This is an optimization exercise on Yosys and OpenROAD, whose aim is small area, a short achievable clock period and few clock cycles per item, not a production implementation.
Function was checked by simulation only, so behaviour that the tests miss may differ from the original.

## oak
==> flow/design.v (excerpt) <==
module fx_sha256 (
    input  wire         clk,
    input  wire         rst,      
    input  wire         start,    
    input  wire         init,     
    input  wire [511:0] block,    
    output wire         ready,    
    output reg          done,     
    output wire [255:0] digest    
);
Size in the first run: about 5700 cells after synthesis, about 1100 flip-flops, about 770 I/O pins, about 52000 µm² of cells after synthesis.
export LEC_CHECK = 0
export CAP_MARGIN = 20
export CORE_MARGIN = 2
export CORE_UTILIZATION = 40
export CTS_CLUSTER_DIAMETER = 100
export CTS_CLUSTER_SIZE = 24
export SLEW_MARGIN = 20
create_clock -name core_clock -period 10.0 [get_ports {clk}]
standard.sh (not shown) runs the stock make flow with config.mk's settings and CLKGATE_MAP_FILE= SYNTH_SCRIPT=/design/flow/synth_recipe.tcl, a recipe that flattens the netlist after the stock synthesis.
==> flow/flow/run.sh <==
#!/bin/bash
# Own layout flow: the standard flow (ORFS synthesis through the standard flow's synthesis
# script, floorplan, power grid, placement, CTS, routing) with three changes:
#  - synthesis skips Yosys's quick generic ABC pass before adder extraction
#    (SYNTH_ARGS=-noabc); the final ABC mapping still runs;
#  - port buffers are the smallest buffer instead of a delay cell;
#  - timing repair aims for a setup margin of 5.3 ns.
# The clock period and constraints are the design's.
set -euo pipefail
bash standard.sh "SYNTH_ARGS=-noabc" "SETUP_SLACK_MARGIN=5.3" \
  "BUFFER_PORTS_ARGS=-inputs -outputs -buffer_cell sky130_fd_sc_hd__buf_1" \
  finish > standard_make.log 2>&1
oak ran to completion and came out clean on the timing, DRC and antenna checks.
Testbench counts of oak, summed over its fixed seeds: cycles 83,224, blocks 1,280.
Input-level comparison between pine and oak:
Settings: a deleted CTS_CLUSTER_SIZE that had been 24; a deleted CTS_CLUSTER_DIAMETER that had been 100.
--- a/flow/flow/run.sh
+++ b/flow/flow/run.sh
@@ -5,8 +5,8 @@
 #    (SYNTH_ARGS=-noabc); the final ABC mapping still runs;
 #  - port buffers are the smallest buffer instead of a delay cell;
-#  - timing repair aims for a setup margin of 5.3 ns.
+#  - timing repair aims for a setup margin of 5.6 ns.
 # The clock period and constraints are the design's.
 set -euo pipefail
-bash standard.sh "SYNTH_ARGS=-noabc" "SETUP_SLACK_MARGIN=5.3" \
+bash standard.sh "SYNTH_ARGS=-noabc" "SETUP_SLACK_MARGIN=5.6" \
   "BUFFER_PORTS_ARGS=-inputs -outputs -buffer_cell sky130_fd_sc_hd__buf_1" \
   finish > standard_make.log 2>&1
Results
- Diff oak -> pine: total number of H-tree levels has increased; global-route track usage on met2 climbed 1.0 points.
What birch does differently from pine at the input level:
Settings: CTS_CLUSTER_SIZE: unset -> 24; PLACE_DENSITY: unset -> 0.72; CTS_CLUSTER_DIAMETER: unset -> 100; ABC_AREA: unset -> 1.
--- a/flow/flow/run.sh
+++ b/flow/flow/run.sh
@@ -5,8 +5,8 @@
 #    (SYNTH_ARGS=-noabc); the final ABC mapping still runs;
 #  - port buffers are the smallest buffer instead of a delay cell;
-#  - timing repair aims for a setup margin of 5.6 ns.
+#  - timing repair aims for a setup margin of 6.0 ns.
 # The clock period and constraints are the design's.
 set -euo pipefail
-bash standard.sh "SYNTH_ARGS=-noabc" "SETUP_SLACK_MARGIN=5.6" \
+bash standard.sh "SYNTH_ARGS=-noabc" "SETUP_SLACK_MARGIN=6.0" \
   "BUFFER_PORTS_ARGS=-inputs -outputs -buffer_cell sky130_fd_sc_hd__buf_1" \
   finish > standard_make.log 2>&1
[summary]
- Compared with pine, birch has extra setup slack.
- Of the two candidates, pine has the worse relative max-transition margin and birch the better one.
- Global-route usage: birch vs pine up 1.9 points
- Post-placement cell count (birch / pine): 1.2
- The lower placeable core area of birch and pine is in pine.
- Sort birch and pine by cell area reported after detailed placement asc -> top: pine

========
## build 81
Another version of the RTL of fx_sha256 (not shown whole).
Size: roughly 6200 cells after synthesis, roughly 1100 flip-flops, ~770 I/O pins, ~56000 um2 of cells after synthesis.
// fx_sha256
module fx_sha256 (
    input  wire         clk,
    input  wire         rst,      
    input  wire         start,    
    input  wire         init,     
    input  wire [511:0] block,    
    output wire         ready,    
    output reg          done,     
    output wire [255:0] digest    
);
Settings: LEC_CHECK=0, CAP_MARGIN=20, CORE_MARGIN=2, CORE_UTILIZATION=55, CTS_BUF_LIST=sky130_fd_sc_hd__clkbuf_4 sky130_fd_sc_hd__clkbuf_8, SETUP_SLACK_MARGIN=5, SLEW_MARGIN=20; clock period 10.0 ns.
run.sh (not shown) runs the stock make flow with config.mk's settings and CLKGATE_MAP_FILE= SYNTH_SCRIPT=/design/flow/synth_recipe.tcl, a recipe that flattens the netlist after the stock synthesis.
Stock flow here: none of the scripts above is used.
Testbench counts of build 81, summed over its fixed seeds: cycles 83,216, blocks 1,280.
> inputs changed (build 81 -> build 53)
# build 81
export LEC_CHECK = 0
export CAP_MARGIN = 20
export CORE_MARGIN = 2
export CORE_UTILIZATION = 55
export CTS_BUF_LIST = sky130_fd_sc_hd__clkbuf_4 sky130_fd_sc_hd__clkbuf_8
export SETUP_SLACK_MARGIN = 5
export SLEW_MARGIN = 20
create_clock -name core_clock -period 10.0 [get_ports {clk}]
# build 53
export LEC_CHECK = 0
export CAP_MARGIN = 20
export CORE_MARGIN = 2
export CORE_UTILIZATION = 40
export SLEW_MARGIN = 20
create_clock -name core_clock -period 10.0 [get_ports {clk}]
==> flow/flow/run.sh (new file) <==
#!/bin/bash
# Own layout flow: the standard flow (ORFS synthesis through the standard flow's synthesis
# script, floorplan, power grid, placement, CTS, routing) with three changes:
#  - synthesis skips Yosys's quick generic ABC pass before adder extraction
#    (SYNTH_ARGS=-noabc); the final ABC mapping still runs;
#  - port buffers are the smallest buffer instead of a delay cell;
#  - timing repair aims for a setup margin of 5.3 ns.
# The clock period and constraints are the design's.
set -euo pipefail
bash standard.sh "SYNTH_ARGS=-noabc" "SETUP_SLACK_MARGIN=5.3" \
  "BUFFER_PORTS_ARGS=-inputs -outputs -buffer_cell sky130_fd_sc_hd__buf_1" \
  finish > standard_make.log 2>&1
==> flow/standard.sh (new file) <==
#!/bin/bash
# synth_recipe.tcl (not shown) runs the flow's synth.tcl, then flattens the netlist and writes it again
# the make line also repeats each setting of config.mk as NAME=value (left out here)
make -C /OpenROAD-flow-scripts/flow DESIGN_CONFIG=/design/flow/config.mk WORK_HOME=/design/flow/orfs CLKGATE_MAP_FILE= SYNTH_SCRIPT=/design/flow/synth_recipe.tcl "${@:-finish}"
removed: flow/run.sh
==> comparison <==
- Build 81 → build 53: wire length of the first global-routing pass decreased about 2.5%; cell area after layout decreased 6200 um2; share of cell area taken by flip-flops and latches increased 3.6 points.
### build 53 -> build 49
==> flow/flow/run.sh <==
#!/bin/bash
# Own layout flow: the standard flow (standard synthesis, floorplan, power grid,
# placement, CTS, routing) with two changes: port buffers are the smallest
# buffer instead of a delay cell, and timing repair aims for a larger setup
# margin. The clock period and constraints are the design's.
set -euo pipefail
MARGIN=${MARGIN:-6}
bash standard.sh "SETUP_SLACK_MARGIN=$MARGIN" \
  "BUFFER_PORTS_ARGS=-inputs -outputs -buffer_cell sky130_fd_sc_hd__buf_1" \
  finish > standard_make.log 2>&1
Findings:
Looking at launching instance or port of the critical path, the w[0][4]$_DFF_P_ result is from build 53; the w[0][2]$_DFF_P_ one comes from build 49. Looking at instance count of the mapped netlist, build 49 sits above build 53. Build 49 vs. build 53: max-slew violation total from the final report closely matched the old numbers.
### build 49 -> build 42
# build 49
export LEC_CHECK = 0
export CAP_MARGIN = 20
export CORE_MARGIN = 2
export CORE_UTILIZATION = 40
export SLEW_MARGIN = 20
create_clock -name core_clock -period 10.0 [get_ports {clk}]
# build 42
export LEC_CHECK = 0
export CAP_MARGIN = 20
export CORE_MARGIN = 2
export CORE_UTILIZATION = 40
export SETUP_SLACK_MARGIN = 5
export SLEW_MARGIN = 20
create_clock -name core_clock -period 10.0 [get_ports {clk}]
==> flow/run.sh (new file) <==
#!/bin/bash
# synth_recipe.tcl (not shown) runs the flow's synth.tcl, then flattens the netlist and writes it again
# the make line also repeats each setting of config.mk as NAME=value (left out here)
make -C /OpenROAD-flow-scripts/flow DESIGN_CONFIG=/design/flow/config.mk WORK_HOME=/design/flow/orfs CLKGATE_MAP_FILE= SYNTH_SCRIPT=/design/flow/synth_recipe.tcl finish
removed: flow/flow/run.sh
removed: flow/standard.sh
### Flow results
Comparing build 49 and build 42, the lower overall routed net length is on build 42. When build 42 is measured against build 49, its clock-cell share of area turns out 0.52 points lower. Comparing the two runs side by side, build 42 comes out behind build 49 on final critical delay including setup and external delays. The number of placed instances, taps included of build 42 and that of build 49 are within noise of each other. In the reports for build 49 and build 42, the larger required arrival time at the worst endpoint belongs to build 49. Build 42 finished all stages; the layout is clean. Build 49 has lower relative area of non-clock buffer cells in the final design than build 42.

-- port drivers added, routing unchanged --
The flow's constraints put no driver on any port. The routed layouts listed below were extracted and timed again, unchanged, in two steps.
Step 1 (the two cells are an assumption about what drives the block):
set clk [get_ports {clk}]
set_driving_cell -lib_cell sky130_fd_sc_hd__clkbuf_16 $clk
set_driving_cell -lib_cell sky130_fd_sc_hd__buf_2 [delete_from_list [all_inputs] $clk]
Step 2 moves the port delays by t, midway between the first and last clock arrival at a register: inputs arrive t later, outputs are due t later. That takes back most of the time a late clock gives input paths.
a / b / c = no drivers / after step 1 / after step 2; a / b = the first two.
run	t, ns	setup WS [ns]	hold WS [ns]	worst setup path at the end
oak	0.760	5.271 / 5.271 / 4.756	0.335 / 0.335 / 0.335	input to register
pine	0.803	5.357 / 5.357 / 4.942	0.347 / 0.347 / 0.347	input to register
birch	0.795	5.930 / 5.896 / 5.413	0.333 / 0.333 / 0.333	input to register
build 81	0.955	4.881 / 4.881 / 4.346	0.402 / 0.402 / 0.402	input to register
build 53	0.837	5.232 / 5.232 / 5.232	0.389 / 0.389 / 0.389	register to register
build 49	0.833	5.153 / 5.153 / 5.153	0.408 / 0.408 / 0.408	register to register
build 42	0.831	5.049 / 5.049 / 4.431	0.408 / 0.408 / 0.408	input to register
After both steps every run listed still meets setup and hold. For build 42, which loses most, drivers alone change the setup slack by 0.000 ns; drivers and shift together by -0.618 ns.
